What follows belongs to an exercise in optimizing a design on an open flow for small area, a short achievable clock period and few clock cycles; a production flow would make more cautious choices.
In this exercise RTL edits were held to simulation tests only and were not proved equivalent to the original.
No activity file was given, so power comes from the tool's default toggle rates.

==> flow/design.v, too long to show whole: its modules and the start of the top module <==
// module kw_elem_dec: 74 lines
// module kw_scale_dec: 32 lines
// module kraes_window_mac: 1278 lines
// module kw_place: 23 lines
// module kw_hi_pre: 15 lines
// module kw_hi_fin: 12 lines
// module kw_add100: 639 lines
module kraes_window_mac (
    input  wire         clk,
    input  wire         rst,
    input  wire         in_valid,
    output wire         in_ready,
    input  wire [1:0]   in_op,
    input  wire [3:0]   in_fmt_a,
    input  wire [3:0]   in_fmt_b,
    input  wire [1:0]   in_scale,
    input  wire [15:0]  in_a,
    input  wire [15:0]  in_b,
    input  wire [7:0]   in_sa,
    input  wire [7:0]   in_sb,
    input  wire [9:0]   in_anchor,
    output reg          res_valid,
    output wire [127:0] res_acc,
    output wire         res_inexact,
    output wire         res_overflow,
    output wire         res_invalid,
    output wire         res_t2bad
);
  // ...
==> flow/flow/run.sh <==
#!/bin/bash
# The standard layout (the standard.sh, standard synthesis included),
# with two changes to how the layout is made, none to its constraints:
# - every port is still buffered, with a plain buf_1 rather than the cell
#   buffer_ports picks on its own (a clock delay buffer);
# - the resizer's timing repair is asked for a setup margin, so that it
#   works on the paths that set the achieved period.
bash standard.sh SETUP_SLACK_MARGIN=15 "BUFFER_PORTS_ARGS=-buffer_cell sky130_fd_sc_hd__buf_1" finish > standard.log 2>&1
==> flow/standard.sh <==
#!/bin/bash
# synth_recipe.tcl (not shown) runs the flow's synth.tcl, then flattens the netlist and writes it again
# the make line also repeats each setting of config.mk as NAME=value (left out here)
make -C /OpenROAD-flow-scripts/flow DESIGN_CONFIG=/design/flow/config.mk WORK_HOME=/design/flow/orfs CLKGATE_MAP_FILE= SYNTH_SCRIPT=/design/flow/synth_recipe.tcl "${@:-finish}"
==> flow/config.mk <==
export PLATFORM = sky130hd
export DESIGN_NAME = kraes_window_mac
export DESIGN_NICKNAME = kraes_window_mac
export VERILOG_FILES = /design/flow/design.v
export SDC_FILE = /design/flow/constraint.sdc
export NUM_CORES = 4
export LEC_CHECK = 0
export CAP_MARGIN = 20
export CELL_PAD_IN_SITES_DETAIL_PLACEMENT = 1
export CORE_MARGIN = 2
export CORE_UTILIZATION = 40
export PLACE_DENSITY = 0.55
export SLEW_MARGIN = 20
export SYNTH_HIERARCHICAL = 1
==> flow/constraint.sdc <==
create_clock -name core_clock -period 20.0 [get_ports {clk}]
set_input_delay 4.0000 -clock core_clock [delete_from_list [all_inputs] [get_ports {clk}]]
set_output_delay 4.0000 -clock core_clock [all_outputs]
set_load 0.01 [all_outputs]
==> results by group, run 1 <==
Place
  • Area post-placement: 29400 µm²

Worst setup path
  • Critical path buffers and inverters: 1
  • FF-to-FF End: acc[107]

Route
  • Highest routed metal layer: met4
  • DRT Pass-1 Iters: 13
  • DR vias/cell: 5.56
  • # DRC: 0

Timing
  • Post-route setup slack: roughly 15 ns
  • Setup TNS: 0 ns
  • Maximum clock rate: 197 MHz
  • Final Hold Fails: 0
  • # setup viols final: 0
  • Final Skew: 0.0279 ns
  • Worst slew pin tran: ~0.96 ns

Power
  • Power share of the clock group: 34.8%
  • Seq group: slightly below 1 mW
  • Switching portion of total power: a little over a third
  • Biggest consumer: registers
  • Comb pwr share: 26.7%

Floorplan
  • Die area: ~72000 µm²
  • Core Box Area: 69800 µm²

Layout
  • #MultiIn Comb: 2276
  • Multi-input gate area: around 19000 µm²
  • Commonest non-fill, non-tap cell in the layout: inv_1
  • Repair and plain buffers: 356
  • Filler instances: 7983
  • Total inserted antenna cells: 0

GRT
  • GR Util met1: between 20% and 30%
  • Pin count of the biggest net entering global routing: 131

Logic synthesis
  • Post-synthesis compound-gate area fraction: 16.6%
  • Avg Cell Area, Syn: approximately 9.1 µm²
  • Asr flop ratio synth: 0%
  • Ys flop type: dfxtp_1
  • Synth Warn #: 9
  • Register area share after synthesis: 27.2%

Min path
  • Hold Startpoint: c_t2

CTS
  • CTS tree: built
  • Postcts setup bufs: 116
  • # hold bufs at CTS: 0
  • CTS Buffer Depth: 3

Run status
  • Status: finished clean
Testbench counts, summed over its fixed seeds: cycles 14,392.
==> module kw_hi_fin, before the edit <==
module kw_hi_fin (
    input  wire [27:0] h,
    input  wire [27:0] a1,
    input  wire [27:0] a0,
    input  wire        c,
    input  wire        s,
    output wire [27:0] hi
);
    wire inc = c & ~s;
    wire dec = ~c & s;
    assign hi = h ^ (({28{inc}} & a1) | ({28{dec}} & a0));
endmodule
==> module kw_add100, before the edit <==
module kw_add100 (input [99:0] a, input [99:0] b, input cin, output [99:0] sum, output cout);
  wire [99:0] p = a ^ b;
  wire [99:0] g = a & b;
  wire gc0 = g[0] | (p[0] & cin);
  wire G1 = g[1] | (p[1] & gc0);
  wire G2 = g[3] | (p[3] & g[2]);
  wire P2 = p[3] & p[2];
  wire G3 = g[5] | (p[5] & g[4]);
  wire P3 = p[5] & p[4];
  wire G4 = g[7] | (p[7] & g[6]);
  wire P4 = p[7] & p[6];
  wire G5 = g[9] | (p[9] & g[8]);
  wire P5 = p[9] & p[8];
  wire G6 = g[11] | (p[11] & g[10]);
  wire P6 = p[11] & p[10];
  wire G7 = g[13] | (p[13] & g[12]);
  wire P7 = p[13] & p[12];
  wire G8 = g[15] | (p[15] & g[14]);
  wire P8 = p[15] & p[14];
  wire G9 = g[17] | (p[17] & g[16]);
  wire P9 = p[17] & p[16];
  wire G10 = g[19] | (p[19] & g[18]);
  wire P10 = p[19] & p[18];
  wire G11 = g[21] | (p[21] & g[20]);
  wire P11 = p[21] & p[20];
  wire G12 = g[23] | (p[23] & g[22]);
  wire P12 = p[23] & p[22];
  wire G13 = g[25] | (p[25] & g[24]);
  wire P13 = p[25] & p[24];
  wire G14 = g[27] | (p[27] & g[26]);
  wire P14 = p[27] & p[26];
  wire G15 = g[29] | (p[29] & g[28]);
  wire P15 = p[29] & p[28];
  wire G16 = g[31] | (p[31] & g[30]);
  wire P16 = p[31] & p[30];
  wire G17 = g[33] | (p[33] & g[32]);
  wire P17 = p[33] & p[32];
  wire G18 = g[35] | (p[35] & g[34]);
  wire P18 = p[35] & p[34];
  wire G19 = g[37] | (p[37] & g[36]);
  wire P19 = p[37] & p[36];
  wire G20 = g[39] | (p[39] & g[38]);
  wire P20 = p[39] & p[38];
  wire G21 = g[41] | (p[41] & g[40]);
  wire P21 = p[41] & p[40];
  wire G22 = g[43] | (p[43] & g[42]);
  wire P22 = p[43] & p[42];
  wire G23 = g[45] | (p[45] & g[44]);
  wire P23 = p[45] & p[44];
  wire G24 = g[47] | (p[47] & g[46]);
  wire P24 = p[47] & p[46];
  wire G25 = g[49] | (p[49] & g[48]);
  wire P25 = p[49] & p[48];
  wire G26 = g[51] | (p[51] & g[50]);
  wire P26 = p[51] & p[50];
  wire G27 = g[53] | (p[53] & g[52]);
  wire P27 = p[53] & p[52];
  wire G28 = g[55] | (p[55] & g[54]);
  wire P28 = p[55] & p[54];
  wire G29 = g[57] | (p[57] & g[56]);
  wire P29 = p[57] & p[56];
  wire G30 = g[59] | (p[59] & g[58]);
  wire P30 = p[59] & p[58];
  wire G31 = g[61] | (p[61] & g[60]);
  wire P31 = p[61] & p[60];
  wire G32 = g[63] | (p[63] & g[62]);
  wire P32 = p[63] & p[62];
  wire G33 = g[65] | (p[65] & g[64]);
  wire P33 = p[65] & p[64];
  wire G34 = g[67] | (p[67] & g[66]);
  wire P34 = p[67] & p[66];
  wire G35 = g[69] | (p[69] & g[68]);
  wire P35 = p[69] & p[68];
  wire G36 = g[71] | (p[71] & g[70]);
  wire P36 = p[71] & p[70];
  wire G37 = g[73] | (p[73] & g[72]);
  wire P37 = p[73] & p[72];
  wire G38 = g[75] | (p[75] & g[74]);
  wire P38 = p[75] & p[74];
  wire G39 = g[77] | (p[77] & g[76]);
  wire P39 = p[77] & p[76];
  wire G40 = g[79] | (p[79] & g[78]);
  wire P40 = p[79] & p[78];
  wire G41 = g[81] | (p[81] & g[80]);
  wire P41 = p[81] & p[80];
  wire G42 = g[83] | (p[83] & g[82]);
  wire P42 = p[83] & p[82];
  wire G43 = g[85] | (p[85] & g[84]);
  wire P43 = p[85] & p[84];
  wire G44 = g[87] | (p[87] & g[86]);
  wire P44 = p[87] & p[86];
  wire G45 = g[89] | (p[89] & g[88]);
  wire P45 = p[89] & p[88];
  wire G46 = g[91] | (p[91] & g[90]);
  wire P46 = p[91] & p[90];
  wire G47 = g[93] | (p[93] & g[92]);
  wire P47 = p[93] & p[92];
  wire G48 = g[95] | (p[95] & g[94]);
  wire P48 = p[95] & p[94];
  wire G49 = g[97] | (p[97] & g[96]);
  wire P49 = p[97] & p[96];
  wire G50 = g[99] | (p[99] & g[98]);
  wire P50 = p[99] & p[98];
  wire G51 = g[2] | (p[2] & G1);
  wire G52 = G2 | (P2 & G1);
  wire G53 = g[6] | (p[6] & G3);
  wire P53 = p[6] & P3;
  wire G54 = G4 | (P4 & G3);
  wire P54 = P4 & P3;
  wire G55 = g[10] | (p[10] & G5);
  wire P55 = p[10] & P5;
  wire G56 = G6 | (P6 & G5);
  wire P56 = P6 & P5;
  wire G57 = g[14] | (p[14] & G7);
  wire P57 = p[14] & P7;
  wire G58 = G8 | (P8 & G7);
  wire P58 = P8 & P7;
  wire G59 = g[18] | (p[18] & G9);
  wire P59 = p[18] & P9;
  wire G60 = G10 | (P10 & G9);
  wire P60 = P10 & P9;
  wire G61 = g[22] | (p[22] & G11);
  wire P61 = p[22] & P11;
  wire G62 = G12 | (P12 & G11);
  wire P62 = P12 & P11;
  wire G63 = g[26] | (p[26] & G13);
  wire P63 = p[26] & P13;
  wire G64 = G14 | (P14 & G13);
  wire P64 = P14 & P13;
  wire G65 = g[30] | (p[30] & G15);
  wire P65 = p[30] & P15;
  wire G66 = G16 | (P16 & G15);
  wire P66 = P16 & P15;
  wire G67 = g[34] | (p[34] & G17);
  wire P67 = p[34] & P17;
  wire G68 = G18 | (P18 & G17);
  wire P68 = P18 & P17;
  wire G69 = g[38] | (p[38] & G19);
  wire P69 = p[38] & P19;
  wire G70 = G20 | (P20 & G19);
  wire P70 = P20 & P19;
  wire G71 = g[42] | (p[42] & G21);
  wire P71 = p[42] & P21;
  wire G72 = G22 | (P22 & G21);
  wire P72 = P22 & P21;
  wire G73 = g[46] | (p[46] & G23);
  wire P73 = p[46] & P23;
  wire G74 = G24 | (P24 & G23);
  wire P74 = P24 & P23;
  wire G75 = g[50] | (p[50] & G25);
  wire P75 = p[50] & P25;
  wire G76 = G26 | (P26 & G25);
  wire P76 = P26 & P25;
  wire G77 = g[54] | (p[54] & G27);
  wire P77 = p[54] & P27;
  wire G78 = G28 | (P28 & G27);
  wire P78 = P28 & P27;
  wire G79 = g[58] | (p[58] & G29);
  wire P79 = p[58] & P29;
  wire G80 = G30 | (P30 & G29);
  wire P80 = P30 & P29;
  wire G81 = g[62] | (p[62] & G31);
  wire P81 = p[62] & P31;
  wire G82 = G32 | (P32 & G31);
  wire P82 = P32 & P31;
  wire G83 = g[66] | (p[66] & G33);
  wire P83 = p[66] & P33;
  wire G84 = G34 | (P34 & G33);
  wire P84 = P34 & P33;
  wire G85 = g[70] | (p[70] & G35);
  wire P85 = p[70] & P35;
  wire G86 = G36 | (P36 & G35);
  wire P86 = P36 & P35;
  wire G87 = g[74] | (p[74] & G37);
  wire P87 = p[74] & P37;
  wire G88 = G38 | (P38 & G37);
  wire P88 = P38 & P37;
  wire G89 = g[78] | (p[78] & G39);
  wire P89 = p[78] & P39;
  wire G90 = G40 | (P40 & G39);
  wire P90 = P40 & P39;
  wire G91 = g[82] | (p[82] & G41);
  wire P91 = p[82] & P41;
  wire G92 = G42 | (P42 & G41);
  wire P92 = P42 & P41;
  wire G93 = g[86] | (p[86] & G43);
  wire P93 = p[86] & P43;
  wire G94 = G44 | (P44 & G43);
  wire P94 = P44 & P43;
  wire G95 = g[90] | (p[90] & G45);
  wire P95 = p[90] & P45;
  wire G96 = G46 | (P46 & G45);
  wire P96 = P46 & P45;
  wire G97 = g[94] | (p[94] & G47);
  wire P97 = p[94] & P47;
  wire G98 = G48 | (P48 & G47);
  wire P98 = P48 & P47;
  wire G99 = g[98] | (p[98] & G49);
  wire P99 = p[98] & P49;
  wire G100 = G50 | (P50 & G49);
  wire P100 = P50 & P49;
  wire G101 = g[4] | (p[4] & G52);
  wire G102 = G3 | (P3 & G52);
  wire G103 = G53 | (P53 & G52);
  wire G104 = G54 | (P54 & G52);
  wire G105 = g[12] | (p[12] & G56);
  wire P105 = p[12] & P56;
  wire G106 = G7 | (P7 & G56);
  wire P106 = P7 & P56;
  wire G107 = G57 | (P57 & G56);
  wire P107 = P57 & P56;
  wire G108 = G58 | (P58 & G56);
  wire P108 = P58 & P56;
  wire G109 = g[20] | (p[20] & G60);
  wire P109 = p[20] & P60;
  wire G110 = G11 | (P11 & G60);
  wire P110 = P11 & P60;
  wire G111 = G61 | (P61 & G60);
  wire P111 = P61 & P60;
  wire G112 = G62 | (P62 & G60);
  wire P112 = P62 & P60;
  wire G113 = g[28] | (p[28] & G64);
  wire P113 = p[28] & P64;
  wire G114 = G15 | (P15 & G64);
  wire P114 = P15 & P64;
  wire G115 = G65 | (P65 & G64);
  wire P115 = P65 & P64;
  wire G116 = G66 | (P66 & G64);
  wire P116 = P66 & P64;
  wire G117 = g[36] | (p[36] & G68);
  wire P117 = p[36] & P68;
  wire G118 = G19 | (P19 & G68);
  wire P118 = P19 & P68;
  wire G119 = G69 | (P69 & G68);
  wire P119 = P69 & P68;
  wire G120 = G70 | (P70 & G68);
  wire P120 = P70 & P68;
  wire G121 = g[44] | (p[44] & G72);
  wire P121 = p[44] & P72;
  wire G122 = G23 | (P23 & G72);
  wire P122 = P23 & P72;
  wire G123 = G73 | (P73 & G72);
  wire P123 = P73 & P72;
  wire G124 = G74 | (P74 & G72);
  wire P124 = P74 & P72;
  wire G125 = g[52] | (p[52] & G76);
  wire P125 = p[52] & P76;
  wire G126 = G27 | (P27 & G76);
  wire P126 = P27 & P76;
  wire G127 = G77 | (P77 & G76);
  wire P127 = P77 & P76;
  wire G128 = G78 | (P78 & G76);
  wire P128 = P78 & P76;
  wire G129 = g[60] | (p[60] & G80);
  wire P129 = p[60] & P80;
  wire G130 = G31 | (P31 & G80);
  wire P130 = P31 & P80;
  wire G131 = G81 | (P81 & G80);
  wire P131 = P81 & P80;
  wire G132 = G82 | (P82 & G80);
  wire P132 = P82 & P80;
  wire G133 = g[68] | (p[68] & G84);
  wire P133 = p[68] & P84;
  wire G134 = G35 | (P35 & G84);
  wire P134 = P35 & P84;
  wire G135 = G85 | (P85 & G84);
  wire P135 = P85 & P84;
  wire G136 = G86 | (P86 & G84);
  wire P136 = P86 & P84;
  wire G137 = g[76] | (p[76] & G88);
  wire P137 = p[76] & P88;
  wire G138 = G39 | (P39 & G88);
  wire P138 = P39 & P88;
  wire G139 = G89 | (P89 & G88);
  wire P139 = P89 & P88;
  wire G140 = G90 | (P90 & G88);
  wire P140 = P90 & P88;
  wire G141 = g[84] | (p[84] & G92);
  wire P141 = p[84] & P92;
  wire G142 = G43 | (P43 & G92);
  wire P142 = P43 & P92;
  wire G143 = G93 | (P93 & G92);
  wire P143 = P93 & P92;
  wire G144 = G94 | (P94 & G92);
  wire P144 = P94 & P92;
  wire G145 = g[92] | (p[92] & G96);
  wire P145 = p[92] & P96;
  wire G146 = G47 | (P47 & G96);
  wire P146 = P47 & P96;
  wire G147 = G97 | (P97 & G96);
  wire P147 = P97 & P96;
  wire G148 = G98 | (P98 & G96);
  wire P148 = P98 & P96;
  wire G149 = g[8] | (p[8] & G104);
  wire G150 = G5 | (P5 & G104);
  wire G151 = G55 | (P55 & G104);
  wire G152 = G56 | (P56 & G104);
  wire G153 = G105 | (P105 & G104);
  wire G154 = G106 | (P106 & G104);
  wire G155 = G107 | (P107 & G104);
  wire G156 = G108 | (P108 & G104);
  wire G157 = g[24] | (p[24] & G112);
  wire P157 = p[24] & P112;
  wire G158 = G13 | (P13 & G112);
  wire P158 = P13 & P112;
  wire G159 = G63 | (P63 & G112);
  wire P159 = P63 & P112;
  wire G160 = G64 | (P64 & G112);
  wire P160 = P64 & P112;
  wire G161 = G113 | (P113 & G112);
  wire P161 = P113 & P112;
  wire G162 = G114 | (P114 & G112);
  wire P162 = P114 & P112;
  wire G163 = G115 | (P115 & G112);
  wire P163 = P115 & P112;
  wire G164 = G116 | (P116 & G112);
  wire P164 = P116 & P112;
  wire G165 = g[40] | (p[40] & G120);
  wire P165 = p[40] & P120;
  wire G166 = G21 | (P21 & G120);
  wire P166 = P21 & P120;
  wire G167 = G71 | (P71 & G120);
  wire P167 = P71 & P120;
  wire G168 = G72 | (P72 & G120);
  wire P168 = P72 & P120;
  wire G169 = G121 | (P121 & G120);
  wire P169 = P121 & P120;
  wire G170 = G122 | (P122 & G120);
  wire P170 = P122 & P120;
  wire G171 = G123 | (P123 & G120);
  wire P171 = P123 & P120;
  wire G172 = G124 | (P124 & G120);
  wire P172 = P124 & P120;
  wire G173 = g[56] | (p[56] & G128);
  wire P173 = p[56] & P128;
  wire G174 = G29 | (P29 & G128);
  wire P174 = P29 & P128;
  wire G175 = G79 | (P79 & G128);
  wire P175 = P79 & P128;
  wire G176 = G80 | (P80 & G128);
  wire P176 = P80 & P128;
  wire G177 = G129 | (P129 & G128);
  wire P177 = P129 & P128;
  wire G178 = G130 | (P130 & G128);
  wire P178 = P130 & P128;
  wire G179 = G131 | (P131 & G128);
  wire P179 = P131 & P128;
  wire G180 = G132 | (P132 & G128);
  wire P180 = P132 & P128;
  wire G181 = g[72] | (p[72] & G136);
  wire P181 = p[72] & P136;
  wire G182 = G37 | (P37 & G136);
  wire P182 = P37 & P136;
  wire G183 = G87 | (P87 & G136);
  wire P183 = P87 & P136;
  wire G184 = G88 | (P88 & G136);
  wire P184 = P88 & P136;
  wire G185 = G137 | (P137 & G136);
  wire P185 = P137 & P136;
  wire G186 = G138 | (P138 & G136);
  wire P186 = P138 & P136;
  wire G187 = G139 | (P139 & G136);
  wire P187 = P139 & P136;
  wire G188 = G140 | (P140 & G136);
  wire P188 = P140 & P136;
  wire G189 = g[88] | (p[88] & G144);
  wire P189 = p[88] & P144;
  wire G190 = G45 | (P45 & G144);
  wire P190 = P45 & P144;
  wire G191 = G95 | (P95 & G144);
  wire P191 = P95 & P144;
  wire G192 = G96 | (P96 & G144);
  wire P192 = P96 & P144;
  wire G193 = G145 | (P145 & G144);
  wire P193 = P145 & P144;
  wire G194 = G146 | (P146 & G144);
  wire P194 = P146 & P144;
  wire G195 = G147 | (P147 & G144);
  wire P195 = P147 & P144;
  wire G196 = G148 | (P148 & G144);
  wire P196 = P148 & P144;
  wire G197 = g[16] | (p[16] & G156);
  wire G198 = G9 | (P9 & G156);
  wire G199 = G59 | (P59 & G156);
  wire G200 = G60 | (P60 & G156);
  wire G201 = G109 | (P109 & G156);
  wire G202 = G110 | (P110 & G156);
  wire G203 = G111 | (P111 & G156);
  wire G204 = G112 | (P112 & G156);
  wire G205 = G157 | (P157 & G156);
  wire G206 = G158 | (P158 & G156);
  wire G207 = G159 | (P159 & G156);
  wire G208 = G160 | (P160 & G156);
  wire G209 = G161 | (P161 & G156);
  wire G210 = G162 | (P162 & G156);
  wire G211 = G163 | (P163 & G156);
  wire G212 = G164 | (P164 & G156);
  wire G213 = g[48] | (p[48] & G172);
  wire P213 = p[48] & P172;
  wire G214 = G25 | (P25 & G172);
  wire P214 = P25 & P172;
  wire G215 = G75 | (P75 & G172);
  wire P215 = P75 & P172;
  wire G216 = G76 | (P76 & G172);
  wire P216 = P76 & P172;
  wire G217 = G125 | (P125 & G172);
  wire P217 = P125 & P172;
  wire G218 = G126 | (P126 & G172);
  wire P218 = P126 & P172;
  wire G219 = G127 | (P127 & G172);
  wire P219 = P127 & P172;
  wire G220 = G128 | (P128 & G172);
  wire P220 = P128 & P172;
  wire G221 = G173 | (P173 & G172);
  wire P221 = P173 & P172;
  wire G222 = G174 | (P174 & G172);
  wire P222 = P174 & P172;
  wire G223 = G175 | (P175 & G172);
  wire P223 = P175 & P172;
  wire G224 = G176 | (P176 & G172);
  wire P224 = P176 & P172;
  wire G225 = G177 | (P177 & G172);
  wire P225 = P177 & P172;
  wire G226 = G178 | (P178 & G172);
  wire P226 = P178 & P172;
  wire G227 = G179 | (P179 & G172);
  wire P227 = P179 & P172;
  wire G228 = G180 | (P180 & G172);
  wire P228 = P180 & P172;
  wire G229 = g[80] | (p[80] & G188);
  wire P229 = p[80] & P188;
  wire G230 = G41 | (P41 & G188);
  wire P230 = P41 & P188;
  wire G231 = G91 | (P91 & G188);
  wire P231 = P91 & P188;
  wire G232 = G92 | (P92 & G188);
  wire P232 = P92 & P188;
  wire G233 = G141 | (P141 & G188);
  wire P233 = P141 & P188;
  wire G234 = G142 | (P142 & G188);
  wire P234 = P142 & P188;
  wire G235 = G143 | (P143 & G188);
  wire P235 = P143 & P188;
  wire G236 = G144 | (P144 & G188);
  wire P236 = P144 & P188;
  wire G237 = G189 | (P189 & G188);
  wire P237 = P189 & P188;
  wire G238 = G190 | (P190 & G188);
  wire P238 = P190 & P188;
  wire G239 = G191 | (P191 & G188);
  wire P239 = P191 & P188;
  wire G240 = G192 | (P192 & G188);
  wire P240 = P192 & P188;
  wire G241 = G193 | (P193 & G188);
  wire P241 = P193 & P188;
  wire G242 = G194 | (P194 & G188);
  wire P242 = P194 & P188;
  wire G243 = G195 | (P195 & G188);
  wire P243 = P195 & P188;
  wire G244 = G196 | (P196 & G188);
  wire P244 = P196 & P188;
  wire G245 = g[32] | (p[32] & G212);
  wire G246 = G17 | (P17 & G212);
  wire G247 = G67 | (P67 & G212);
  wire G248 = G68 | (P68 & G212);
  wire G249 = G117 | (P117 & G212);
  wire G250 = G118 | (P118 & G212);
  wire G251 = G119 | (P119 & G212);
  wire G252 = G120 | (P120 & G212);
  wire G253 = G165 | (P165 & G212);
  wire G254 = G166 | (P166 & G212);
  wire G255 = G167 | (P167 & G212);
  wire G256 = G168 | (P168 & G212);
  wire G257 = G169 | (P169 & G212);
  wire G258 = G170 | (P170 & G212);
  wire G259 = G171 | (P171 & G212);
  wire G260 = G172 | (P172 & G212);
  wire G261 = G213 | (P213 & G212);
  wire G262 = G214 | (P214 & G212);
  wire G263 = G215 | (P215 & G212);
  wire G264 = G216 | (P216 & G212);
  wire G265 = G217 | (P217 & G212);
  wire G266 = G218 | (P218 & G212);
  wire G267 = G219 | (P219 & G212);
  wire G268 = G220 | (P220 & G212);
  wire G269 = G221 | (P221 & G212);
  wire G270 = G222 | (P222 & G212);
  wire G271 = G223 | (P223 & G212);
  wire G272 = G224 | (P224 & G212);
  wire G273 = G225 | (P225 & G212);
  wire G274 = G226 | (P226 & G212);
  wire G275 = G227 | (P227 & G212);
  wire G276 = G228 | (P228 & G212);
  wire G277 = g[96] | (p[96] & G244);
  wire P277 = p[96] & P244;
  wire G278 = G49 | (P49 & G244);
  wire P278 = P49 & P244;
  wire G279 = G99 | (P99 & G244);
  wire P279 = P99 & P244;
  wire G280 = G100 | (P100 & G244);
  wire P280 = P100 & P244;
  wire G281 = g[64] | (p[64] & G276);
  wire G282 = G33 | (P33 & G276);
  wire G283 = G83 | (P83 & G276);
  wire G284 = G84 | (P84 & G276);
  wire G285 = G133 | (P133 & G276);
  wire G286 = G134 | (P134 & G276);
  wire G287 = G135 | (P135 & G276);
  wire G288 = G136 | (P136 & G276);
  wire G289 = G181 | (P181 & G276);
  wire G290 = G182 | (P182 & G276);
  wire G291 = G183 | (P183 & G276);
  wire G292 = G184 | (P184 & G276);
  wire G293 = G185 | (P185 & G276);
  wire G294 = G186 | (P186 & G276);
  wire G295 = G187 | (P187 & G276);
  wire G296 = G188 | (P188 & G276);
  wire G297 = G229 | (P229 & G276);
  wire G298 = G230 | (P230 & G276);
  wire G299 = G231 | (P231 & G276);
  wire G300 = G232 | (P232 & G276);
  wire G301 = G233 | (P233 & G276);
  wire G302 = G234 | (P234 & G276);
  wire G303 = G235 | (P235 & G276);
  wire G304 = G236 | (P236 & G276);
  wire G305 = G237 | (P237 & G276);
  wire G306 = G238 | (P238 & G276);
  wire G307 = G239 | (P239 & G276);
  wire G308 = G240 | (P240 & G276);
  wire G309 = G241 | (P241 & G276);
  wire G310 = G242 | (P242 & G276);
  wire G311 = G243 | (P243 & G276);
  wire G312 = G244 | (P244 & G276);
  wire G313 = G277 | (P277 & G276);
  wire G314 = G278 | (P278 & G276);
  wire G315 = G279 | (P279 & G276);
  wire G316 = G280 | (P280 & G276);
  assign sum[0] = p[0] ^ cin;
  assign sum[1] = p[1] ^ gc0;
  assign sum[2] = p[2] ^ G1;
  assign sum[3] = p[3] ^ G51;
  assign sum[4] = p[4] ^ G52;
  assign sum[5] = p[5] ^ G101;
  assign sum[6] = p[6] ^ G102;
  assign sum[7] = p[7] ^ G103;
  assign sum[8] = p[8] ^ G104;
  assign sum[9] = p[9] ^ G149;
  assign sum[10] = p[10] ^ G150;
  assign sum[11] = p[11] ^ G151;
  assign sum[12] = p[12] ^ G152;
  assign sum[13] = p[13] ^ G153;
  assign sum[14] = p[14] ^ G154;
  assign sum[15] = p[15] ^ G155;
  assign sum[16] = p[16] ^ G156;
  assign sum[17] = p[17] ^ G197;
  assign sum[18] = p[18] ^ G198;
  assign sum[19] = p[19] ^ G199;
  assign sum[20] = p[20] ^ G200;
  assign sum[21] = p[21] ^ G201;
  assign sum[22] = p[22] ^ G202;
  assign sum[23] = p[23] ^ G203;
  assign sum[24] = p[24] ^ G204;
  assign sum[25] = p[25] ^ G205;
  assign sum[26] = p[26] ^ G206;
  assign sum[27] = p[27] ^ G207;
  assign sum[28] = p[28] ^ G208;
  assign sum[29] = p[29] ^ G209;
  assign sum[30] = p[30] ^ G210;
  assign sum[31] = p[31] ^ G211;
  assign sum[32] = p[32] ^ G212;
  assign sum[33] = p[33] ^ G245;
  assign sum[34] = p[34] ^ G246;
  assign sum[35] = p[35] ^ G247;
  assign sum[36] = p[36] ^ G248;
  assign sum[37] = p[37] ^ G249;
  assign sum[38] = p[38] ^ G250;
  assign sum[39] = p[39] ^ G251;
  assign sum[40] = p[40] ^ G252;
  assign sum[41] = p[41] ^ G253;
  assign sum[42] = p[42] ^ G254;
  assign sum[43] = p[43] ^ G255;
  assign sum[44] = p[44] ^ G256;
  assign sum[45] = p[45] ^ G257;
  assign sum[46] = p[46] ^ G258;
  assign sum[47] = p[47] ^ G259;
  assign sum[48] = p[48] ^ G260;
  assign sum[49] = p[49] ^ G261;
  assign sum[50] = p[50] ^ G262;
  assign sum[51] = p[51] ^ G263;
  assign sum[52] = p[52] ^ G264;
  assign sum[53] = p[53] ^ G265;
  assign sum[54] = p[54] ^ G266;
  assign sum[55] = p[55] ^ G267;
  assign sum[56] = p[56] ^ G268;
  assign sum[57] = p[57] ^ G269;
  assign sum[58] = p[58] ^ G270;
  assign sum[59] = p[59] ^ G271;
  assign sum[60] = p[60] ^ G272;
  assign sum[61] = p[61] ^ G273;
  assign sum[62] = p[62] ^ G274;
  assign sum[63] = p[63] ^ G275;
  assign sum[64] = p[64] ^ G276;
  assign sum[65] = p[65] ^ G281;
  assign sum[66] = p[66] ^ G282;
  assign sum[67] = p[67] ^ G283;
  assign sum[68] = p[68] ^ G284;
  assign sum[69] = p[69] ^ G285;
  assign sum[70] = p[70] ^ G286;
  assign sum[71] = p[71] ^ G287;
  assign sum[72] = p[72] ^ G288;
  assign sum[73] = p[73] ^ G289;
  assign sum[74] = p[74] ^ G290;
  assign sum[75] = p[75] ^ G291;
  assign sum[76] = p[76] ^ G292;
  assign sum[77] = p[77] ^ G293;
  assign sum[78] = p[78] ^ G294;
  assign sum[79] = p[79] ^ G295;
  assign sum[80] = p[80] ^ G296;
  assign sum[81] = p[81] ^ G297;
  assign sum[82] = p[82] ^ G298;
  assign sum[83] = p[83] ^ G299;
  assign sum[84] = p[84] ^ G300;
  assign sum[85] = p[85] ^ G301;
  assign sum[86] = p[86] ^ G302;
  assign sum[87] = p[87] ^ G303;
  assign sum[88] = p[88] ^ G304;
  assign sum[89] = p[89] ^ G305;
  assign sum[90] = p[90] ^ G306;
  assign sum[91] = p[91] ^ G307;
  assign sum[92] = p[92] ^ G308;
  assign sum[93] = p[93] ^ G309;
  assign sum[94] = p[94] ^ G310;
  assign sum[95] = p[95] ^ G311;
  assign sum[96] = p[96] ^ G312;
  assign sum[97] = p[97] ^ G313;
  assign sum[98] = p[98] ^ G314;
  assign sum[99] = p[99] ^ G315;
  assign cout = G316;
endmodule
==> inputs of run 2 (changes only) <==
--- a/flow/design.v
+++ b/flow/design.v
@@ -240,25 +240,25 @@
         e_t2      <= d_t2 & ~rst_q;
         res_valid <= d_rd & ~rst & ~rst_q;
         e_clr     <= d_clr & ~rst_q;
     end
     wire [99:0] e_w;
     kw_place u_place (.mx({e_s, e_mx}), .sel(e_sel), .fill(e_fill), .w(e_w));
     reg [127:0] acc;
     reg         f_inexact, f_overflow, f_invalid, f_t2bad;
-    wire [99:0] lo;
+    wire [99:0] lo_n;    
     wire        lo_c;
-    wire [27:0] hi_a1, hi_a0, hi;
-    kw_add100 u_add (.a(acc[99:0]), .b(e_w), .cin(e_s), .sum(lo), .cout(lo_c));
+    wire [27:0] hi_a1, hi_a0, hi_n;
+    kw_add100 u_add (.a(acc[99:0]), .b(e_w), .cin(e_s), .sum(lo_n), .cout(lo_c));
     kw_hi_pre u_hpre (.h(acc[127:100]), .a1(hi_a1), .a0(hi_a0));
-    kw_hi_fin u_hfin (.h(acc[127:100]), .a1(hi_a1), .a0(hi_a0), .c(lo_c), .s(e_s), .hi(hi));
+    kw_hi_fin u_hfin (.h(acc[127:100]), .a1(hi_a1), .a0(hi_a0), .c(lo_c), .s(e_s), .hi_n(hi_n));
     wire clr = rst_q | e_clr;
     always @(posedge clk) begin
-        acc <= clr ? 128'd0 : {hi, lo};
+        acc <= ~({hi_n, lo_n} | {128{clr}});
         if (rst_q | e_clr) begin
             f_inexact  <= 1'b0;
             f_overflow <= 1'b0;
             f_invalid  <= 1'b0;
             f_t2bad    <= 1'b0;
         end else begin
             f_inexact  <= f_inexact  | e_ix;
             f_overflow <= f_overflow | e_ov;
@@ -498,28 +498,28 @@
             G13 = g[4] | (p[4] & G8);
             G14 = G3 | (P3 & G8);
             G15 = G9 | (P9 & G8);
             G16 = G10 | (P10 & G8);
             G17 = g[8] | (p[8] & G16);
             G18 = G5 | (P5 & G16);
             G19 = G11 | (P11 & G16);
             G20 = G12 | (P12 & G16);
-            sum[0] = p[0] ^ cin;
-            sum[1] = p[1] ^ gc0;
-            sum[2] = p[2] ^ G1;
-            sum[3] = p[3] ^ G7;
-            sum[4] = p[4] ^ G8;
-            sum[5] = p[5] ^ G13;
-            sum[6] = p[6] ^ G14;
-            sum[7] = p[7] ^ G15;
-            sum[8] = p[8] ^ G16;
-            sum[9] = p[9] ^ G17;
-            sum[10] = p[10] ^ G18;
-            sum[11] = p[11] ^ G19;
+            sum[0] = (p[0] ^ cin);
+            sum[1] = (p[1] ^ gc0);
+            sum[2] = (p[2] ^ G1);
+            sum[3] = (p[3] ^ G7);
+            sum[4] = (p[4] ^ G8);
+            sum[5] = (p[5] ^ G13);
+            sum[6] = (p[6] ^ G14);
+            sum[7] = (p[7] ^ G15);
+            sum[8] = (p[8] ^ G16);
+            sum[9] = (p[9] ^ G17);
+            sum[10] = (p[10] ^ G18);
+            sum[11] = (p[11] ^ G19);
             cout = G20;
             kw_mul8x4_cpa = {sum, cout};
         end
     endfunction
     function [47:0] kw_mul12x12(input [11:0] a, input [11:0] b);
         reg [23:0] s;
         reg [23:0] c;
         reg w1;
@@ -1091,40 +1091,40 @@
             G34 = g[8] | (p[8] & G19);
             G35 = g[10] | (p[10] & G27);
             G36 = g[12] | (p[12] & G24);
             G37 = g[14] | (p[14] & G28);
             G38 = g[16] | (p[16] & G22);
             G39 = g[18] | (p[18] & G29);
             G40 = g[20] | (p[20] & G25);
             G41 = g[22] | (p[22] & G30);
-            sum[0] = p[0] ^ cin;
-            sum[1] = p[1] ^ gc0;
-            sum[2] = p[2] ^ G1;
-            sum[3] = p[3] ^ G31;
-            sum[4] = p[4] ^ G13;
-            sum[5] = p[5] ^ G32;
-            sum[6] = p[6] ^ G26;
-            sum[7] = p[7] ^ G33;
-            sum[8] = p[8] ^ G19;
-            sum[9] = p[9] ^ G34;
-            sum[10] = p[10] ^ G27;
-            sum[11] = p[11] ^ G35;
-            sum[12] = p[12] ^ G24;
-            sum[13] = p[13] ^ G36;
-            sum[14] = p[14] ^ G28;
-            sum[15] = p[15] ^ G37;
-            sum[16] = p[16] ^ G22;
-            sum[17] = p[17] ^ G38;
-            sum[18] = p[18] ^ G29;
-            sum[19] = p[19] ^ G39;
-            sum[20] = p[20] ^ G25;
-            sum[21] = p[21] ^ G40;
-            sum[22] = p[22] ^ G30;
-            sum[23] = p[23] ^ G41;
+            sum[0] = (p[0] ^ cin);
+            sum[1] = (p[1] ^ gc0);
+            sum[2] = (p[2] ^ G1);
+            sum[3] = (p[3] ^ G31);
+            sum[4] = (p[4] ^ G13);
+            sum[5] = (p[5] ^ G32);
+            sum[6] = (p[6] ^ G26);
+            sum[7] = (p[7] ^ G33);
+            sum[8] = (p[8] ^ G19);
+            sum[9] = (p[9] ^ G34);
+            sum[10] = (p[10] ^ G27);
+            sum[11] = (p[11] ^ G35);
+            sum[12] = (p[12] ^ G24);
+            sum[13] = (p[13] ^ G36);
+            sum[14] = (p[14] ^ G28);
+            sum[15] = (p[15] ^ G37);
+            sum[16] = (p[16] ^ G22);
+            sum[17] = (p[17] ^ G38);
+            sum[18] = (p[18] ^ G29);
+            sum[19] = (p[19] ^ G39);
+            sum[20] = (p[20] ^ G25);
+            sum[21] = (p[21] ^ G40);
+            sum[22] = (p[22] ^ G30);
+            sum[23] = (p[23] ^ G41);
             cout = G23;
             kw_add24 = {sum, cout};
         end
     endfunction
     function [25:0] kw_tcsa(input [7:0] efa, input [7:0] efb, input [7:0] efsa, input [7:0] efsb, input [10:0] k, input [7:0] eca, input [7:0] ecb, input [8:0] ecs2);
         reg [12:0] s;
         reg [12:0] c;
         reg x1;
@@ -1421,21 +1421,21 @@
     end
 endmodule
 module kw_hi_fin (
     input  wire [27:0] h,
     input  wire [27:0] a1,
     input  wire [27:0] a0,
     input  wire        c,
     input  wire        s,
-    output wire [27:0] hi
+    output wire [27:0] hi_n
 );
     wire inc = c & ~s;
     wire dec = ~c & s;
-    assign hi = h ^ (({28{inc}} & a1) | ({28{dec}} & a0));
+    assign hi_n = ~(h ^ (({28{inc}} & a1) | ({28{dec}} & a0)));
 endmodule
 module kw_add100 (input [99:0] a, input [99:0] b, input cin, output [99:0] sum, output cout);
   wire [99:0] p = a ^ b;
   wire [99:0] g = a & b;
   wire gc0 = g[0] | (p[0] & cin);
   wire G1 = g[1] | (p[1] & gc0);
   wire G2 = g[3] | (p[3] & g[2]);
   wire P2 = p[3] & p[2];
@@ -1964,110 +1964,110 @@
   wire G309 = G241 | (P241 & G276);
   wire G310 = G242 | (P242 & G276);
   wire G311 = G243 | (P243 & G276);
   wire G312 = G244 | (P244 & G276);
   wire G313 = G277 | (P277 & G276);
   wire G314 = G278 | (P278 & G276);
   wire G315 = G279 | (P279 & G276);
   wire G316 = G280 | (P280 & G276);
-  assign sum[0] = p[0] ^ cin;
-  assign sum[1] = p[1] ^ gc0;
-  assign sum[2] = p[2] ^ G1;
-  assign sum[3] = p[3] ^ G51;
-  assign sum[4] = p[4] ^ G52;
-  assign sum[5] = p[5] ^ G101;
-  assign sum[6] = p[6] ^ G102;
-  assign sum[7] = p[7] ^ G103;
-  assign sum[8] = p[8] ^ G104;
-  assign sum[9] = p[9] ^ G149;
-  assign sum[10] = p[10] ^ G150;
-  assign sum[11] = p[11] ^ G151;
-  assign sum[12] = p[12] ^ G152;
-  assign sum[13] = p[13] ^ G153;
-  assign sum[14] = p[14] ^ G154;
-  assign sum[15] = p[15] ^ G155;
-  assign sum[16] = p[16] ^ G156;
-  assign sum[17] = p[17] ^ G197;
-  assign sum[18] = p[18] ^ G198;
-  assign sum[19] = p[19] ^ G199;
-  assign sum[20] = p[20] ^ G200;
-  assign sum[21] = p[21] ^ G201;
-  assign sum[22] = p[22] ^ G202;
-  assign sum[23] = p[23] ^ G203;
-  assign sum[24] = p[24] ^ G204;
-  assign sum[25] = p[25] ^ G205;
-  assign sum[26] = p[26] ^ G206;
-  assign sum[27] = p[27] ^ G207;
-  assign sum[28] = p[28] ^ G208;
-  assign sum[29] = p[29] ^ G209;
-  assign sum[30] = p[30] ^ G210;
-  assign sum[31] = p[31] ^ G211;
-  assign sum[32] = p[32] ^ G212;
-  assign sum[33] = p[33] ^ G245;
-  assign sum[34] = p[34] ^ G246;
-  assign sum[35] = p[35] ^ G247;
-  assign sum[36] = p[36] ^ G248;
-  assign sum[37] = p[37] ^ G249;
-  assign sum[38] = p[38] ^ G250;
-  assign sum[39] = p[39] ^ G251;
-  assign sum[40] = p[40] ^ G252;
-  assign sum[41] = p[41] ^ G253;
-  assign sum[42] = p[42] ^ G254;
-  assign sum[43] = p[43] ^ G255;
-  assign sum[44] = p[44] ^ G256;
-  assign sum[45] = p[45] ^ G257;
-  assign sum[46] = p[46] ^ G258;
-  assign sum[47] = p[47] ^ G259;
-  assign sum[48] = p[48] ^ G260;
-  assign sum[49] = p[49] ^ G261;
-  assign sum[50] = p[50] ^ G262;
-  assign sum[51] = p[51] ^ G263;
-  assign sum[52] = p[52] ^ G264;
-  assign sum[53] = p[53] ^ G265;
-  assign sum[54] = p[54] ^ G266;
-  assign sum[55] = p[55] ^ G267;
-  assign sum[56] = p[56] ^ G268;
-  assign sum[57] = p[57] ^ G269;
-  assign sum[58] = p[58] ^ G270;
-  assign sum[59] = p[59] ^ G271;
-  assign sum[60] = p[60] ^ G272;
-  assign sum[61] = p[61] ^ G273;
-  assign sum[62] = p[62] ^ G274;
-  assign sum[63] = p[63] ^ G275;
-  assign sum[64] = p[64] ^ G276;
-  assign sum[65] = p[65] ^ G281;
-  assign sum[66] = p[66] ^ G282;
-  assign sum[67] = p[67] ^ G283;
-  assign sum[68] = p[68] ^ G284;
-  assign sum[69] = p[69] ^ G285;
-  assign sum[70] = p[70] ^ G286;
-  assign sum[71] = p[71] ^ G287;
-  assign sum[72] = p[72] ^ G288;
-  assign sum[73] = p[73] ^ G289;
-  assign sum[74] = p[74] ^ G290;
-  assign sum[75] = p[75] ^ G291;
-  assign sum[76] = p[76] ^ G292;
-  assign sum[77] = p[77] ^ G293;
-  assign sum[78] = p[78] ^ G294;
-  assign sum[79] = p[79] ^ G295;
-  assign sum[80] = p[80] ^ G296;
-  assign sum[81] = p[81] ^ G297;
-  assign sum[82] = p[82] ^ G298;
-  assign sum[83] = p[83] ^ G299;
-  assign sum[84] = p[84] ^ G300;
-  assign sum[85] = p[85] ^ G301;
-  assign sum[86] = p[86] ^ G302;
-  assign sum[87] = p[87] ^ G303;
-  assign sum[88] = p[88] ^ G304;
-  assign sum[89] = p[89] ^ G305;
-  assign sum[90] = p[90] ^ G306;
-  assign sum[91] = p[91] ^ G307;
-  assign sum[92] = p[92] ^ G308;
-  assign sum[93] = p[93] ^ G309;
-  assign sum[94] = p[94] ^ G310;
-  assign sum[95] = p[95] ^ G311;
-  assign sum[96] = p[96] ^ G312;
-  assign sum[97] = p[97] ^ G313;
-  assign sum[98] = p[98] ^ G314;
-  assign sum[99] = p[99] ^ G315;
+  assign sum[0] = ~(p[0] ^ cin);
+  assign sum[1] = ~(p[1] ^ gc0);
+  assign sum[2] = ~(p[2] ^ G1);
+  assign sum[3] = ~(p[3] ^ G51);
+  assign sum[4] = ~(p[4] ^ G52);
+  assign sum[5] = ~(p[5] ^ G101);
+  assign sum[6] = ~(p[6] ^ G102);
+  assign sum[7] = ~(p[7] ^ G103);
+  assign sum[8] = ~(p[8] ^ G104);
+  assign sum[9] = ~(p[9] ^ G149);
+  assign sum[10] = ~(p[10] ^ G150);
+  assign sum[11] = ~(p[11] ^ G151);
+  assign sum[12] = ~(p[12] ^ G152);
+  assign sum[13] = ~(p[13] ^ G153);
+  assign sum[14] = ~(p[14] ^ G154);
+  assign sum[15] = ~(p[15] ^ G155);
+  assign sum[16] = ~(p[16] ^ G156);
+  assign sum[17] = ~(p[17] ^ G197);
+  assign sum[18] = ~(p[18] ^ G198);
+  assign sum[19] = ~(p[19] ^ G199);
+  assign sum[20] = ~(p[20] ^ G200);
+  assign sum[21] = ~(p[21] ^ G201);
+  assign sum[22] = ~(p[22] ^ G202);
+  assign sum[23] = ~(p[23] ^ G203);
+  assign sum[24] = ~(p[24] ^ G204);
+  assign sum[25] = ~(p[25] ^ G205);
+  assign sum[26] = ~(p[26] ^ G206);
+  assign sum[27] = ~(p[27] ^ G207);
+  assign sum[28] = ~(p[28] ^ G208);
+  assign sum[29] = ~(p[29] ^ G209);
+  assign sum[30] = ~(p[30] ^ G210);
+  assign sum[31] = ~(p[31] ^ G211);
+  assign sum[32] = ~(p[32] ^ G212);
+  assign sum[33] = ~(p[33] ^ G245);
+  assign sum[34] = ~(p[34] ^ G246);
+  assign sum[35] = ~(p[35] ^ G247);
+  assign sum[36] = ~(p[36] ^ G248);
+  assign sum[37] = ~(p[37] ^ G249);
+  assign sum[38] = ~(p[38] ^ G250);
+  assign sum[39] = ~(p[39] ^ G251);
+  assign sum[40] = ~(p[40] ^ G252);
+  assign sum[41] = ~(p[41] ^ G253);
+  assign sum[42] = ~(p[42] ^ G254);
+  assign sum[43] = ~(p[43] ^ G255);
+  assign sum[44] = ~(p[44] ^ G256);
+  assign sum[45] = ~(p[45] ^ G257);
+  assign sum[46] = ~(p[46] ^ G258);
+  assign sum[47] = ~(p[47] ^ G259);
+  assign sum[48] = ~(p[48] ^ G260);
+  assign sum[49] = ~(p[49] ^ G261);
+  assign sum[50] = ~(p[50] ^ G262);
+  assign sum[51] = ~(p[51] ^ G263);
+  assign sum[52] = ~(p[52] ^ G264);
+  assign sum[53] = ~(p[53] ^ G265);
+  assign sum[54] = ~(p[54] ^ G266);
+  assign sum[55] = ~(p[55] ^ G267);
+  assign sum[56] = ~(p[56] ^ G268);
+  assign sum[57] = ~(p[57] ^ G269);
+  assign sum[58] = ~(p[58] ^ G270);
+  assign sum[59] = ~(p[59] ^ G271);
+  assign sum[60] = ~(p[60] ^ G272);
+  assign sum[61] = ~(p[61] ^ G273);
+  assign sum[62] = ~(p[62] ^ G274);
+  assign sum[63] = ~(p[63] ^ G275);
+  assign sum[64] = ~(p[64] ^ G276);
+  assign sum[65] = ~(p[65] ^ G281);
+  assign sum[66] = ~(p[66] ^ G282);
+  assign sum[67] = ~(p[67] ^ G283);
+  assign sum[68] = ~(p[68] ^ G284);
+  assign sum[69] = ~(p[69] ^ G285);
+  assign sum[70] = ~(p[70] ^ G286);
+  assign sum[71] = ~(p[71] ^ G287);
+  assign sum[72] = ~(p[72] ^ G288);
+  assign sum[73] = ~(p[73] ^ G289);
+  assign sum[74] = ~(p[74] ^ G290);
+  assign sum[75] = ~(p[75] ^ G291);
+  assign sum[76] = ~(p[76] ^ G292);
+  assign sum[77] = ~(p[77] ^ G293);
+  assign sum[78] = ~(p[78] ^ G294);
+  assign sum[79] = ~(p[79] ^ G295);
+  assign sum[80] = ~(p[80] ^ G296);
+  assign sum[81] = ~(p[81] ^ G297);
+  assign sum[82] = ~(p[82] ^ G298);
+  assign sum[83] = ~(p[83] ^ G299);
+  assign sum[84] = ~(p[84] ^ G300);
+  assign sum[85] = ~(p[85] ^ G301);
+  assign sum[86] = ~(p[86] ^ G302);
+  assign sum[87] = ~(p[87] ^ G303);
+  assign sum[88] = ~(p[88] ^ G304);
+  assign sum[89] = ~(p[89] ^ G305);
+  assign sum[90] = ~(p[90] ^ G306);
+  assign sum[91] = ~(p[91] ^ G307);
+  assign sum[92] = ~(p[92] ^ G308);
+  assign sum[93] = ~(p[93] ^ G309);
+  assign sum[94] = ~(p[94] ^ G310);
+  assign sum[95] = ~(p[95] ^ G311);
+  assign sum[96] = ~(p[96] ^ G312);
+  assign sum[97] = ~(p[97] ^ G313);
+  assign sum[98] = ~(p[98] ^ G314);
+  assign sum[99] = ~(p[99] ^ G315);
   assign cout = G316;
 endmodule
==> flow/flow/run.sh (replaced) <==
#!/bin/bash
# The standard layout (the standard.sh, standard synthesis included),
# with two changes to how the layout is made, none to its constraints:
# - every port is still buffered, with a plain buf_1 rather than the cell
#   buffer_ports picks on its own (a clock delay buffer);
# - the resizer's timing repair is asked for a setup margin, so that it
#   works on the paths that set the achieved period.
bash standard.sh SETUP_SLACK_MARGIN=14.8 "BUFFER_PORTS_ARGS=-buffer_cell sky130_fd_sc_hd__buf_1" finish > standard.log 2>&1
==> results by group, run 2 <==
Run status
  • Status: finished clean (unchanged)

Timing
  • RSZ-0062 raised after global routing: no (was yes)
  • Fin crit period: 5.17 ns (was 5.08 ns)
  • Worst slew pin tran: 0.888 ns (was 0.956 ns)
  • Final Skew: 0.0136 ns (was 0.0279 ns)
  • Setup TNS: 0 ns (unchanged)
  • # setup viols final: 0 (unchanged)
  • Slew HR: 40.8% (was 35.6%)
  • Max Slew Vio Count: 0 (unchanged)
  • Maximum clock rate: 193 MHz (was 197 MHz)
  • Final period util: 25.9% (was 25.4%)
  • Final Hold Fails: 0 (unchanged)

Layout
  • Max reg flops: 128 (unchanged)
  • Syn-to-layout area delta: 11.1% (was 19.2%)
  • Commonest non-fill, non-tap cell in the layout: dfxtp_1 (was inv_1)
  • Total inserted antenna cells: 0 (unchanged)
  • Share of cells above drive strength 1: 7.95% (was 18.4%)
  • Final Util: 45.0% (was 48.0%)
  • Top reg by flops: acc (unchanged)
  • Nets: 3599 (was 3798)
  • Most frequent cells in the layout: 343 x dfxtp_1, 309 x nor2_1, 274 x inv_1 (was 280 x inv_1, 262 x and2_1, 241 x dfxtp_1)
  • Largest registers: acc (128), e_mx (39), d_ms (23) (unchanged)

Floorplan
  • Die area: 70400 µm² (was 72400 µm²)
  • Row cnt: 95 (was 97)
  • Core Box Area: 67400 µm² (was 69800 µm²)
  • Initial Utilization: 40.6% (was 40.2%)
  • Die H: 265 µm (was 269 µm)
  • Ports: 207 (unchanged)
  • Die X: 265 µm (was 269 µm)

Power
  • Total power: 2.50 mW (was 2.55 mW)
  • P per Cell Area: 82.4 nW/µm² (was 76.1 nW/µm²)
  • Leak: 13.6 nW (was 15.6 nW)
  • Max VDD drop: 0.0708 mV (was 0.0668 mV)

Route
  • Drt wl/cell: 20.5 µm (was 21.1 µm)
  • Overall via count from detail_route: 22.6k (was 24.1k)
  • Routed Antenna Nets: 0 (unchanged)
  • DRT Pass-1 Iters: 12 (was 13)
  • DR vias/cell: 5.58 (was 5.56)
  • # DRC: 0 (unchanged)
  • Iter 0 DRT Violations: 1556 (was 1593)
  • Total Wirelength: 83100 µm (was 91100 µm)

Logic synthesis
  • Post-synth EDFFs: 0 (unchanged)
  • Netlist cell types: 110 (was 111)
  • Asr flop ratio synth: 0% (unchanged)
  • Dominant cells by area after synthesis: dfxtp_1 28%, fa_1 14%, ha_1 8.7% (was dfxtp_1 27%, fa_1 13%, ha_1 8.5%)
  • Ys flop type: dfxtp_1 (unchanged)
  • Cell with the most instances after synthesis: dfxtp_1 (unchanged)
  • Seq cells post-synth: 382 (unchanged)
  • Top-area cell type share of the netlist area: 28.0% (was 27.2%)
  • Post-Syn Instances: 3036 (was 3103)
  • Register area share after synthesis: 28.0% (was 27.2%)
  • Avg Cell Area, Syn: 9.00 µm² (was 9.05 µm²)
  • Synth Cell Area: 27300 µm² (was 28100 µm²)
  • Post-synth top area cell: dfxtp_1 (unchanged)
  • Synth Warn #: 9 (unchanged)
  • Most frequent cells after synthesis: 382 x dfxtp_1, 309 x nor2_1, 274 x inv_1 (was 382 x dfxtp_1, 280 x inv_1, 262 x and2_1)

Worst setup path
  • FF-to-FF End: acc[105] (was acc[107])
  • Critical R2R Launch: e_sel[2] (was e_fill)
  • Worst r2r path cells: 19 (was 21)
  • Critical Path Start: acc[27] (was acc[2])
  • Worst-path maximum fanout: 2 (unchanged)
  • Crit start category: flop (unchanged)
  • Crit-path cells: buf_1 (was buf_6)
  • CP Class: reg2out (unchanged)
  • Worst path depth: 1 (unchanged)
  • Reg2Reg Setup Slack: 15.05 ns (was 15.15 ns)
  • Crit end category: output port (unchanged)
  • Critical path buffers and inverters: 1 (unchanged)
  • CP arrival: 1.17 ns (was 1.08 ns)
  • Critical path's slowest cell: dfxtp_1 (was dfxtp_4)
  • CP max stage delay: 0.40 ns (was 0.37 ns)
  • Critical Path RT: 16.00 ns (about the same)
  • Worst path top cell family by delay: flip-flops (unchanged)

Min path
  • Hold Path Cell Cnt: 1 (unchanged)
  • Hold Path Class: reg2reg (unchanged)
  • Hold EP: d_t2 (unchanged)
  • Hold Startpoint: c_t2 (unchanged)

GRT
  • Initial antenna violation count: 0 (unchanged)
  • GRT Total Usage: 23.4% (was 25.2%)
  • GRT overflow: 0 (unchanged)
  • Global-route wire length before repair: 133000 µm (was 145000 µm)
  • Pin count of the biggest net entering global routing: 75 (was 131)
  • Vias in the first global route: 24.1k (was 26.1k)

CTS
  • H-tree depth: 2 (unchanged)
  • CTS tree: built (unchanged)
  • Clk latency of the worst-skew pair: 0.57 ns (was 0.60 ns)
  • Sink Count: 382 (unchanged)
  • Clock root cell: clkbuf_16 (unchanged)
  • Num CTS Buffers: 45 (was 46)
  • Clk slew on worst S/H paths: 0.06 ns (about the same)
  • CTS Buffer Depth: 3 (unchanged)

Place
  • Routability Congestion: 0.914 (was 0.924)
  • Hpwl dp: 63400 µm (was 65800 µm)
  • I/O Buffers: 205 (unchanged)

Flow run
  • Max-Cap Viols: 0 (unchanged)
-- run 2: cells by family after synthesis --
kind of cell / share of synthesized area, %
DFF: 28.0
buffers and inverters: 6.60
other: 0.0275
muxes: 1.90
adders and majority gates: 22.4
and+or+nand+nor: 18.7
AOI/OAI and AO/OA: 16.2
xor gates and xnor gates: 6.12
-- run 2: worst max path at each step --
stage / to / slack [ns]
finish: res_acc[27] / 14.83
global route: res_acc[27] / 14.80
detailed placement: acc[117] / 14.73
floorplan: res_acc[104] / 15.51
CTS: res_acc[110] / 14.77
global placement: acc[100] / 14.85
-- run 2: cell type report --
type                       instances  area (µm²)
clock buffer                      58        1280
sequential                       382        7720
inverter                         279        1050
timing repair buffer             222         925
tap                              873        1090
multi-input combinational       2218       18000
clock inverter                    24         332
fill                            7856       37000
-- run 2: routing by layer --
metal	vias to the layer above	routed length [µm]	GRT usage (%)
met5	-	0	0
met4	0	3140	9.02
met3	185	3300	2.48
met2	573	42000	42.1
met1	11200	34600	28.6
li1	10700	-	-
-- run 2: Yosys stat by module (local to each module, per instance) --
module | flip-flops and latches | copies in the design | cells inside
kw_add100 | 0 | 1 | 520
kw_hi_pre | 0 | 1 | 99
kw_place | 0 | 1 | 198
kraes_window_mac | 382 | 1 | 2155
kw_hi_fin | 0 | 1 | 64
-- run 2: repair_timing --
| action | in CTS | in global routing |
|---|---|---|
| hold buffers | 0 | 0 |
| gates cloned | 0 | 0 |
| endpoints found under the setup margin | 60 | 46 |
| pin swaps | 0 | 1 |
| gates resized for setup | 40 | 27 |
| buffers inserted | 0 | 1 |
-- run 2: through the flow --
step | cell area, µm² | cells | hold WS, ns | worst slack, ns
after CTS | 30300 | 4055 | 0.438 | 14.77
final | 30400 | 4056 | 0.437 | 14.83
after floorplan | 27300 | 3037 | 0.414 | 15.51
after detailed placement | 28600 | 3973 | 0.425 | 14.73
after global placement | 28600 | 3973 | 0.415 | 14.85
after global routing | 30400 | 4056 | 0.452 | 14.80
-- run 2: where the power goes --
part / internal (mW) / switching (mW)
Sequential: 0.836 / 0.138
Combinational: 0.243 / 0.389
Clock: 0.553 / 0.341
Total: 1.63 / 0.868
-- run 2: worst reg2reg max path, delay by kind of cell (launching register included) --
kind | cells | cell delay [ns]
fa+ha+maj | 1 | 0.35
flops | 1 | 0.29
xor+xnor | 1 | 0.18
simple gates | 7 | 1.18
compound gates | 8 | 2.23
buf+inv | 2 | 0.57
Testbench counts of run 2, summed over its fixed seeds: cycles 14,392.

## static timing again, ports no longer ideal
How much do the figures lean on ideal ports? The routed layouts below were timed once more, with nothing changed but the port constraints.
Step 1 assumes that a clkbuf_16 drives the clock port and a buf_2 every other input.
Step 2 times the ports against the registers' clock, not the clock port: input delays grow and output delays shrink by t, the midpoint of the rising clock arrivals with the driver on.
a / b / c = ideal ports / drivers / drivers and shift; a / b = the first two.
| run | t, ns | setup WS [ns] | worst setup path after step 2 |
|---|---|---|---|
| run 1 | 0.645 | 14.921 / 14.859 / 15.152 | register to register |
| run 2 | 0.625 | 14.828 / 14.772 / 15.050 | register to register |
After both steps setup and hold are still met in every run listed.
